This design comes from an exercise in tuning for small area and a short achievable clock period on the open sky130 flow, not from production work. Function was checked by simulation only, so behaviour that the tests miss may differ from the original.

==> wip/garnet <==
// cvu
module cvu (
    input  wire        clk,
    input  wire        rst,       
    input  wire        wr,        
    input  wire        rd,        
    input  wire [4:0]  addr,      
    input  wire [31:0] wdata,
    output reg  [31:0] rdata      
);
export LEC_CHECK = 0
export ABC_AREA = 1
export CAP_MARGIN = 10
export CORE_MARGIN = 2
export CORE_UTILIZATION = 40
export SLEW_MARGIN = 10
export TNS_END_PERCENT = 0
create_clock -name core_clock -period 100.0 [get_ports {clk}]
standard.sh (not shown) runs the stock make flow with config.mk's settings and CLKGATE_MAP_FILE= SYNTH_SCRIPT=/design/flow/synth_recipe.tcl, a recipe that flattens the netlist after the stock synthesis.
==> flow/flow/run.sh <==
#!/bin/bash
# Own layout flow: the standard ORFS flow (bash standard.sh), with these changes:
#  - synthesis: the standard script (synth_recipe.tcl and ORFS's synth.tcl), except that
#    abc maps the logic with flow/abc_area.script (area-oriented &nf mapping) instead of
#    ORFS's default abc script; the flip-flops are mapped before abc, as in the standard
#    synthesis, so the registers (names, count, cell types) are the standard synthesis's;
#  - repair_timing aims at a setup margin of flow/setup_margin.txt ns, so it also works on
#    paths that already meet the 100 ns clock (the SDC is not changed);
#  - sizing may change a cell's footprint (MATCH_CELL_FOOTPRINT=0);
#  - port buffers are buf_4 (BUFFER_PORTS_ARGS);
#  - clock tree synthesis uses the arguments in flow/cts_args.txt (clkbuf_16 only, larger
#    sink clusters, no dummy loads).
# ORFS writes each step's full log under orfs/logs/; make's own output goes to
# orfs_make.log in this folder.
set -euo pipefail
W=$(pwd)
SETUP_MARGIN=$(cat flow/setup_margin.txt)

# synthesis script: synth_recipe.tcl, sourcing a copy of ORFS's synth.tcl that runs
# abc with our script
sed -e "s#^\(source .*/synth_preamble.tcl\)#\1\nset abc_args [list -script $W/flow/abc_area.script {*}\$lib_args {*}\$lib_dont_use_args -constr \$::env(OBJECTS_DIR)/abc.constr]#" \
    "$FLOW_HOME/scripts/synth.tcl" > "$W/orfs_synth_abc.tcl"
grep -q "abc_area.script" "$W/orfs_synth_abc.tcl"
sed -e "s#\$::env(SCRIPTS_DIR)/synth.tcl#$W/orfs_synth_abc.tcl#" synth_recipe.tcl > "$W/own_synth.tcl"
grep -q "orfs_synth_abc.tcl" "$W/own_synth.tcl"

bash standard.sh SYNTH_SCRIPT="$W/own_synth.tcl" SETUP_SLACK_MARGIN="$SETUP_MARGIN" \
    MATCH_CELL_FOOTPRINT=0 BUFFER_PORTS_ARGS="-buffer_cell sky130_fd_sc_hd__buf_4" \
    CTS_ARGS="$(cat flow/cts_args.txt)" \
    finish > "$W/orfs_make.log" 2>&1
test -s out/final.def
==> flow/flow/abc_area.script <==
strash
&get -n
&dch
&nf -R 1000
&put
topo
==> flow/flow/cts_args.txt <==
-sink_clustering_enable -repair_clock_nets -buf_list sky130_fd_sc_hd__clkbuf_16 -dont_use_dummy_load -sink_clustering_size 25 -sink_clustering_max_diameter 80
==> flow/flow/setup_margin.txt <==
79.5
==> inputs of wip/amber, as changes to wip/garnet <==
--- a/flow/design.v
+++ b/flow/design.v
@@ -138,10 +138,11 @@
                 assign t[gm-1] = n_pa[64-gm] & n_q[gq-gm];
             end
             assign n_q[gq] = ^t;
         end
     endgenerate
+    wire [63:0] pa2 = pa ^ {1'b0, pa[63:1]};    
     wire [63:0] a_byte [0:4];
     assign a_byte[0] = va;
     genvar gb, gj, gi;
     generate
         for (gb = 0; gb < 4; gb = gb + 1) begin : g_byte
@@ -155,25 +156,33 @@
                 for (gi = 0; gi < gj; gi = gi + 1) begin : g_ft
                     assign t[gi] = q[gj-gi] & x[gi];
                 end
                 assign f[gj] = ^t;
             end
+            wire [3:0] s10, s01, s11;
+            for (gi = 0; gi < 4; gi = gi + 1) begin : g_sel
+                assign s10[gi] =  f[2*gi] & ~f[2*gi+1];
+                assign s01[gi] = ~f[2*gi] &  f[2*gi+1];
+                assign s11[gi] =  f[2*gi] &  f[2*gi+1];
+            end
             wire [63:0] n;
             for (gm = 0; gm < 64; gm = gm + 1) begin : g_m
-                localparam integer LO = (gm >= 7) ? 0 : 7 - gm;
-                wire [8:0] t;
-                for (gj = 0; gj < 8; gj = gj + 1) begin : g_mt
-                    if (gj >= LO) begin : g_on
-                        assign t[gj] = f[gj] & pa[gm - 7 + gj];
+                wire [4:0] t;
+                for (gi = 0; gi < 4; gi = gi + 1) begin : g_mt
+                    localparam integer U = gm - 7 + 2*gi;
+                    if (U >= 0) begin : g_full
+                        assign t[gi] = (s10[gi] & pa[U]) | (s01[gi] & pa[U+1]) | (s11[gi] & pa2[U]);
+                    end else if (U == -1) begin : g_half
+                        assign t[gi] = f[2*gi+1] & pa[0];
                     end else begin : g_off
-                        assign t[gj] = 1'b0;
+                        assign t[gi] = 1'b0;
                     end
                 end
                 if (gm >= 8) begin : g_sh
-                    assign t[8] = a[gm-8];
+                    assign t[4] = a[gm-8];
                 end else begin : g_nsh
-                    assign t[8] = 1'b0;
+                    assign t[4] = 1'b0;
                 end
                 assign n[gm] = ^t;
             end
             assign a_byte[gb+1] = n;
         end
--- a/flow/flow/run.sh
+++ b/flow/flow/run.sh
@@ -5,11 +5,14 @@
 #    ORFS's default abc script; the flip-flops are mapped before abc, as in the standard
 #    synthesis, so the registers (names, count, cell types) are the standard synthesis's;
 #  - repair_timing aims at a setup margin of flow/setup_margin.txt ns, so it also works on
 #    paths that already meet the 100 ns clock (the SDC is not changed);
 #  - sizing may change a cell's footprint (MATCH_CELL_FOOTPRINT=0);
-#  - port buffers are buf_4 (BUFFER_PORTS_ARGS);
+#  - port buffers are buf_8 (BUFFER_PORTS_ARGS);
+#  - the platform's don't-use list (flow/dont_use.txt) also holds the slow low-power
+#    clock inverters, the clock delay buffers and the weakest (_0) sizes of cells that
+#    have a _1 size, which the mapping and sizing otherwise pick for some long wires;
 #  - clock tree synthesis uses the arguments in flow/cts_args.txt (clkbuf_16 only, larger
 #    sink clusters, no dummy loads).
 # ORFS writes each step's full log under orfs/logs/; make's own output goes to
 # orfs_make.log in this folder.
 set -euo pipefail
@@ -23,9 +26,10 @@
 grep -q "abc_area.script" "$W/orfs_synth_abc.tcl"
 sed -e "s#\$::env(SCRIPTS_DIR)/synth.tcl#$W/orfs_synth_abc.tcl#" synth_recipe.tcl > "$W/own_synth.tcl"
 grep -q "orfs_synth_abc.tcl" "$W/own_synth.tcl"
 
 bash standard.sh SYNTH_SCRIPT="$W/own_synth.tcl" SETUP_SLACK_MARGIN="$SETUP_MARGIN" \
-    MATCH_CELL_FOOTPRINT=0 BUFFER_PORTS_ARGS="-buffer_cell sky130_fd_sc_hd__buf_4" \
+    MATCH_CELL_FOOTPRINT=0 BUFFER_PORTS_ARGS="-buffer_cell sky130_fd_sc_hd__buf_8" \
+    DONT_USE_CELLS="$(cat flow/dont_use.txt)" \
     CTS_ARGS="$(cat flow/cts_args.txt)" \
     finish > "$W/orfs_make.log" 2>&1
 test -s out/final.def
==> flow/flow/cts_args.txt (replaced) <==
-sink_clustering_enable -repair_clock_nets -buf_list sky130_fd_sc_hd__clkbuf_16 -dont_use_dummy_load -sink_clustering_size 20 -sink_clustering_max_diameter 70
==> flow/flow/dont_use.txt (new file) <==
sky130_fd_sc_hd__probe_p_8 sky130_fd_sc_hd__probec_p_8 sky130_fd_sc_hd__lpflow_bleeder_1 sky130_fd_sc_hd__lpflow_clkbufkapwr_1 sky130_fd_sc_hd__lpflow_clkbufkapwr_16 sky130_fd_sc_hd__lpflow_clkbufkapwr_2 sky130_fd_sc_hd__lpflow_clkbufkapwr_4 sky130_fd_sc_hd__lpflow_clkbufkapwr_8 sky130_fd_sc_hd__lpflow_clkinvkapwr_1 sky130_fd_sc_hd__lpflow_clkinvkapwr_16 sky130_fd_sc_hd__lpflow_clkinvkapwr_2 sky130_fd_sc_hd__lpflow_clkinvkapwr_4 sky130_fd_sc_hd__lpflow_clkinvkapwr_8 sky130_fd_sc_hd__lpflow_decapkapwr_12 sky130_fd_sc_hd__lpflow_decapkapwr_3 sky130_fd_sc_hd__lpflow_decapkapwr_4 sky130_fd_sc_hd__lpflow_decapkapwr_6 sky130_fd_sc_hd__lpflow_decapkapwr_8 sky130_fd_sc_hd__lpflow_inputiso0n_1 sky130_fd_sc_hd__lpflow_inputiso0p_1 sky130_fd_sc_hd__lpflow_inputiso1n_1 sky130_fd_sc_hd__lpflow_inputiso1p_1 sky130_fd_sc_hd__lpflow_inputisolatch_1 sky130_fd_sc_hd__lpflow_isobufsrc_1 sky130_fd_sc_hd__lpflow_isobufsrc_16 sky130_fd_sc_hd__lpflow_isobufsrc_2 sky130_fd_sc_hd__lpflow_isobufsrc_4 sky130_fd_sc_hd__lpflow_isobufsrc_8 sky130_fd_sc_hd__lpflow_isobufsrckapwr_16 sky130_fd_sc_hd__lpflow_lsbuf_lh_hl_isowell_tap_1 sky130_fd_sc_hd__lpflow_lsbuf_lh_hl_isowell_tap_2 sky130_fd_sc_hd__lpflow_lsbuf_lh_hl_isowell_tap_4 sky130_fd_sc_hd__lpflow_lsbuf_lh_isowell_4 sky130_fd_sc_hd__lpflow_lsbuf_lh_isowell_tap_1 sky130_fd_sc_hd__lpflow_lsbuf_lh_isowell_tap_2 sky130_fd_sc_hd__lpflow_lsbuf_lh_isowell_tap_4 sky130_fd_sc_hd__clkinvlp_2 sky130_fd_sc_hd__clkinvlp_4 sky130_fd_sc_hd__clkdlybuf4s15_1 sky130_fd_sc_hd__clkdlybuf4s15_2 sky130_fd_sc_hd__clkdlybuf4s18_1 sky130_fd_sc_hd__clkdlybuf4s18_2 sky130_fd_sc_hd__clkdlybuf4s25_1 sky130_fd_sc_hd__clkdlybuf4s25_2 sky130_fd_sc_hd__clkdlybuf4s50_1 sky130_fd_sc_hd__clkdlybuf4s50_2 sky130_fd_sc_hd__a2111oi_0 sky130_fd_sc_hd__a21boi_0 sky130_fd_sc_hd__and2_0 sky130_fd_sc_hd__einvn_0 sky130_fd_sc_hd__o21ai_0 sky130_fd_sc_hd__o311ai_0 sky130_fd_sc_hd__or2_0
Settings changed: CELL_PAD_IN_SITES_DETAIL_PLACEMENT from default to 1, CELL_PAD_IN_SITES_GLOBAL_PLACEMENT from default to 1, CORE_UTILIZATION 40 to 35, PLACE_DENSITY from default to 0.5.
==> inputs of wip/xenon, as changes to wip/garnet <==
--- a/flow/design.v
+++ b/flow/design.v
@@ -29,19 +29,17 @@
     localparam CMD_RESUME = 2'd2;
     localparam CMD_ABORT  = 2'd3;
     reg         rst_q, wr_q, rd_vlo_q, rd_stat_q;
     reg  [4:0]  addr_q;
     reg  [31:0] wdata_q;
-    wire        n_pbeat;
-    wire [31:0] n_pfx_bytes;
     always @(posedge clk) begin
         rst_q     <= rst;
         wr_q      <= wr;
         rd_vlo_q  <= rd && addr == A_VAL_LO;
         rd_stat_q <= rd && addr == A_STAT;
         addr_q    <= addr;
-        wdata_q   <= rst ? 32'd0 : (n_pbeat ? n_pfx_bytes : wdata);
+        wdata_q   <= rst ? 32'd0 : wdata;    
     end
     reg  [1:0]  mode;
     reg         refin;
     reg         refout;
     reg  [3:0]  pfx_b;
@@ -60,13 +58,12 @@
     reg  [3:0]  pfx_left;
     reg  [63:0] chk;
     reg  [63:0] result;
     reg         busy;
     reg         st_restarted, st_cfg_rej, st_cfg_mid, st_len_err, st_check_fail, st_done;
-    reg  [63:0] wmask;        
-    integer     wi;
-    always @* for (wi = 0; wi < 64; wi = wi + 1) wmask[wi] = width > wi;
+    wire [63:0] wmask = (width >= 7'd64) ? 64'hFFFF_FFFF_FFFF_FFFF
+                                         : ((64'd1 << width) - 64'd1);
     wire [3:0]  nbytes = width[6:3] + {3'd0, |width[2:0]};
     wire        wzero  = (width == 7'd0);
     function [63:0] rev64(input [63:0] v);
         integer i;
         begin
@@ -115,19 +112,21 @@
             crc_en = to_crc;
         end else begin
             crc_en = 4'd0;
         end
     end
+    reg         pbeat_r;          
+    reg  [31:0] pbytes_r;         
     function [31:0] ref_bytes(input [31:0] v, input r);
         integer i, j;
         begin
             for (i = 0; i < 4; i = i + 1)
                 for (j = 0; j < 8; j = j + 1)
                     ref_bytes[8*i + j] = r ? v[8*i + 7 - j] : v[8*i + j];
         end
     endfunction
-    wire [31:0] beat_d = ref_bytes(wdata_q, refin);
+    wire [31:0] beat_d = pbeat_r ? pbytes_r : ref_bytes(wdata_q, refin);
     reg  [7:0]  q;
     wire [63:0] n_pa;
     wire [7:0]  n_q;
     assign n_q[0] = 1'b1;
     genvar gq, gm;
@@ -186,26 +185,18 @@
             4'b0011: a_sel = a_byte[2];
             default: a_sel = a_byte[1];
         endcase
     end
     wire        crc_upd = crc_en[0];
-    wire [2:0]  n_tk = taken[3] ? 3'd4 : taken[2] ? 3'd3 : taken[1] ? 3'd2 : {2'd0, taken[0]};
-    wire [2:0]  n_cr = to_crc[3] ? 3'd4 : to_crc[2] ? 3'd3 : to_crc[1] ? 3'd2 : {2'd0, to_crc[0]};
-    wire [2:0]  n_ck = (data_beat && is_check) ? n_tk - n_cr : 3'd0;
+    wire [63:0] r_new   = wzero ? 64'd0 : (a_sel >> sh);
     reg  [63:0] chk_beat;
-    integer     cj, ct;
+    integer     ki;
     always @* begin
-        for (cj = 0; cj < 8; cj = cj + 1) begin
-            chk_beat[8*cj +: 8] = 8'd0;
-            for (ct = 0; ct <= 4; ct = ct + 1)
-                if (n_ck == ct) begin
-                    if (cj < ct)
-                        chk_beat[8*cj +: 8] = wdata_q[8*(4 - n_tk + cj) +: 8];
-                    else
-                        chk_beat[8*cj +: 8] = chk[8*(cj - ct) +: 8];
-                end
-        end
+        chk_beat = chk;
+        for (ki = 0; ki < 4; ki = ki + 1)
+            if (data_beat && is_check && taken[ki] && !to_crc[ki])
+                chk_beat = {chk_beat[55:0], wdata_q[31 - 8*ki -: 8]};
     end
     wire        ld_ctrl  = ctrl_ok || rst_q;
     wire [1:0]  n_mode   = ld_ctrl ? wdata_q[31:30] : mode;
     wire        n_refin  = ld_ctrl ? wdata_q[29]    : refin;
     wire        n_refout = ld_ctrl ? wdata_q[28]    : refout;
@@ -269,24 +260,20 @@
             vsrc         = 64'd0;
             fin_from_crc = 1'b0;
         end
     end
     wire [63:0] vsrc_m   = (go_ok && cmd == CMD_START) ? (init & wmask) : vsrc;
-    wire [63:0] bs_in    = fin_from_crc ? a_sel : rev64(vsrc);
-    wire [5:0]  bs_amt   = fin_from_crc ? sh : n_sh;
-    wire [63:0] bs_out   = bs_in >> bs_amt;
-    wire [63:0] r_new    = wzero ? 64'd0 : bs_out;
-    wire [63:0] n_va     = fin_from_crc ? a_sel : rev64(bs_out);
+    wire [63:0] va_src   = vsrc << n_sh;
+    wire [63:0] n_va     = fin_from_crc ? a_sel : va_src;
     always @* n_value    = fin_from_crc ? r_new : vsrc_m;
     assign      n_pa     = n_poly << n_sh;
     wire        complete = !rst_q && n_busy0 && n_pfx_left == 4'd0 && n_len_left == 32'd0;
-    wire [63:0] rfl      = fin_from_crc ? rev64(a_sel) : bs_out;
+    wire [63:0] rfl      = rev64(fin_from_crc ? a_sel : va_src);
     wire [63:0] fin_now  = (refout ? rfl : (n_value & wmask)) ^ (xorv & wmask);
     wire        n_busy   = n_busy0 && !complete;
-    assign      n_pbeat  = n_busy && n_pfx_left != 4'd0;    
     wire [95:0] n_pfx_ext   = {n_prefix, 32'd0} >> {n_pfx_left, 3'd0};
-    assign      n_pfx_bytes = n_pfx_ext[31:0];
+    wire [31:0] n_pfx_bytes = n_pfx_ext[31:0];
     wire [63:0] n_result = complete ? fin_now : (rst_q ? 64'd0 : result);
     wire [31:0] n_shadow = rst_q ? 32'd0 : (rd_vlo_q ? value[63:32] : val_shadow);
     wire        keep     = !rst_q && !rd_stat_q;
     wire        n_st_restarted  = !rst_q && ((keep && st_restarted) || (is_cmd && !cmd_rej && cmd == CMD_START && busy));
     wire        n_st_cfg_rej    = !rst_q && ((keep && st_cfg_rej) || (wr_ctrl && ctrl_bad) || cmd_rej);
@@ -307,10 +294,12 @@
         xorv        <= n_xorv;
         prefix      <= n_prefix;
         val_lo_hold <= n_hold;
         pa          <= n_pa;
         q           <= n_q;
+        pbeat_r     <= n_busy && n_pfx_left != 4'd0;
+        pbytes_r    <= ref_bytes(n_pfx_bytes, n_refin);
         va          <= n_va;
         value       <= n_value;
         pfx_left    <= n_pfx_left;    
         chk         <= n_chk;         
         len_left    <= n_len_left;
==> flow/flow/run.sh (replaced) <==
#!/bin/bash
# Own layout flow: the standard ORFS flow, with two changes:
#  - synthesis maps the logic with an area-oriented ABC script (flow/abc_area.script)
#    instead of ORFS's default one; everything else in synthesis is the standard script,
#    so the registers are the standard synthesis's;
#  - repair_timing is asked for a setup margin (SETUP_MARGIN below), so the optimisation
#    works on paths that already meet the 100 ns clock.
# Each tool's output goes to a log file in this folder (logs are named below).
set -euo pipefail
W=$(pwd)
SETUP_MARGIN=${SETUP_MARGIN:-$(cat flow/setup_margin.txt)}

# synthesis script: synth_recipe.tcl, sourcing a copy of ORFS's synth.tcl that runs
# abc with our script
sed -e "s#^\(source .*/synth_preamble.tcl\)#\1\nset abc_args [list -script $W/flow/abc_area.script {*}\$lib_args {*}\$lib_dont_use_args -constr \$::env(OBJECTS_DIR)/abc.constr]#" \
    "$FLOW_HOME/scripts/synth.tcl" > "$W/orfs_synth_abc.tcl"
grep -q "abc_area.script" "$W/orfs_synth_abc.tcl"
sed -e "s#\$::env(SCRIPTS_DIR)/synth.tcl#$W/orfs_synth_abc.tcl#" synth_recipe.tcl > "$W/own_synth.tcl"
grep -q "orfs_synth_abc.tcl" "$W/own_synth.tcl"

bash standard.sh SYNTH_SCRIPT="$W/own_synth.tcl" SETUP_SLACK_MARGIN="$SETUP_MARGIN" MATCH_CELL_FOOTPRINT=0 BUFFER_PORTS_ARGS="-buffer_cell sky130_fd_sc_hd__buf_4" finish > "$W/orfs_make.log" 2>&1
test -s out/final.def
Settings changed: CAP_MARGIN 10 to 20, SLEW_MARGIN 10 to 20, TNS_END_PERCENT 0 to default.
removed: flow/flow/cts_args.txt
==> notes.md <==
Number of iterations in the first detailed-routing pass: wip/xenon 7; wip/garnet 7; wip/amber 17
Proportion of netlist area held by the largest area contributor: wip/xenon 0.209; wip/garnet 0.213; wip/amber 0.227
Die area: wip/xenon 191000 um^2; wip/garnet 180000 um^2; wip/amber 193000 um^2
XOR/XNOR Fraction of Synth Area: wip/xenon 0.259; wip/garnet 0.273; wip/amber 0.175
Ratio of final minimum period to clock period: wip/xenon 0.213; wip/garnet 0.213; wip/amber 0.214
Share of synthesized area spent on multiplexers: wip/xenon 0.0957; wip/garnet 0.0742; wip/amber 0.0850
Result of the run: wip/xenon finished clean; wip/garnet finished clean; wip/amber finished clean
H-tree depth reported by CTS: wip/xenon 3; wip/garnet 2; wip/amber 3
Highest Clock Rate: wip/xenon 46.8 MHz; wip/garnet 47.0 MHz; wip/amber 46.8 MHz
Largest net degree at the start of global routing: wip/xenon 113; wip/garnet 88; wip/amber 116
Count of unique library cells instantiated by Yosys: wip/xenon 65; wip/garnet 67; wip/amber 66
Chip Height: wip/xenon 437 um; wip/garnet 424 um; wip/amber 439 um
Critical R2R Launch: wip/xenon refin; wip/garnet refin; wip/amber wdata_q[29]
Global-route wire length before repair: wip/xenon 634000 um; wip/garnet 564000 um; wip/amber 660000 um
Area delta synth->final: wip/xenon 18.1%; wip/garnet 12.4%; wip/amber 16.0%
Cell at the slowest stage of the critical path: wip/xenon sky130_fd_sc_hd__dfxtp_4; wip/garnet sky130_fd_sc_hd__dfxtp_1; wip/amber sky130_fd_sc_hd__buf_6
Via count normalized by instance count: wip/xenon 6.26; wip/garnet 6.28; wip/amber 7.28
Worst Setup Slack, final: wip/xenon 78.65 ns; wip/garnet 78.72 ns; wip/amber 78.65 ns
Standard-cell rows: wip/xenon 159; wip/garnet 154; wip/amber 159

## separate check: timing with driven ports
The results above use ideal ports. As a check the final layouts listed here were re-extracted and re-timed, cells and wires unchanged. Step 1 assumes that a clkbuf_16 drives the clock port and a buf_2 every other input. Step 2 times the ports against the registers' clock, not the clock port: input delays grow and output delays shrink by t, the midpoint of the rising clock arrivals with the driver on. Three values: no drivers, after step 1, after step 2; two values: the first two.
run	t (ns)	setup WS [ns]	clock arrival spread, ns	worst register clock-pin slew, ns
wip/garnet	0.749	78.716 / 78.635 / 78.021	0.122 / 0.122	0.12 / 0.12
wip/amber	0.817	78.650 / 78.483 / 77.666	0.106 / 0.106	0.09 / 0.09
wip/xenon	0.861	78.650 / 78.564 / 78.080	0.047 / 0.047	0.08 / 0.08
After both steps every run listed still meets setup and hold. The setup slack of wip/amber, which loses most, moves by -0.167 ns with the drivers and by -0.984 ns with both steps.
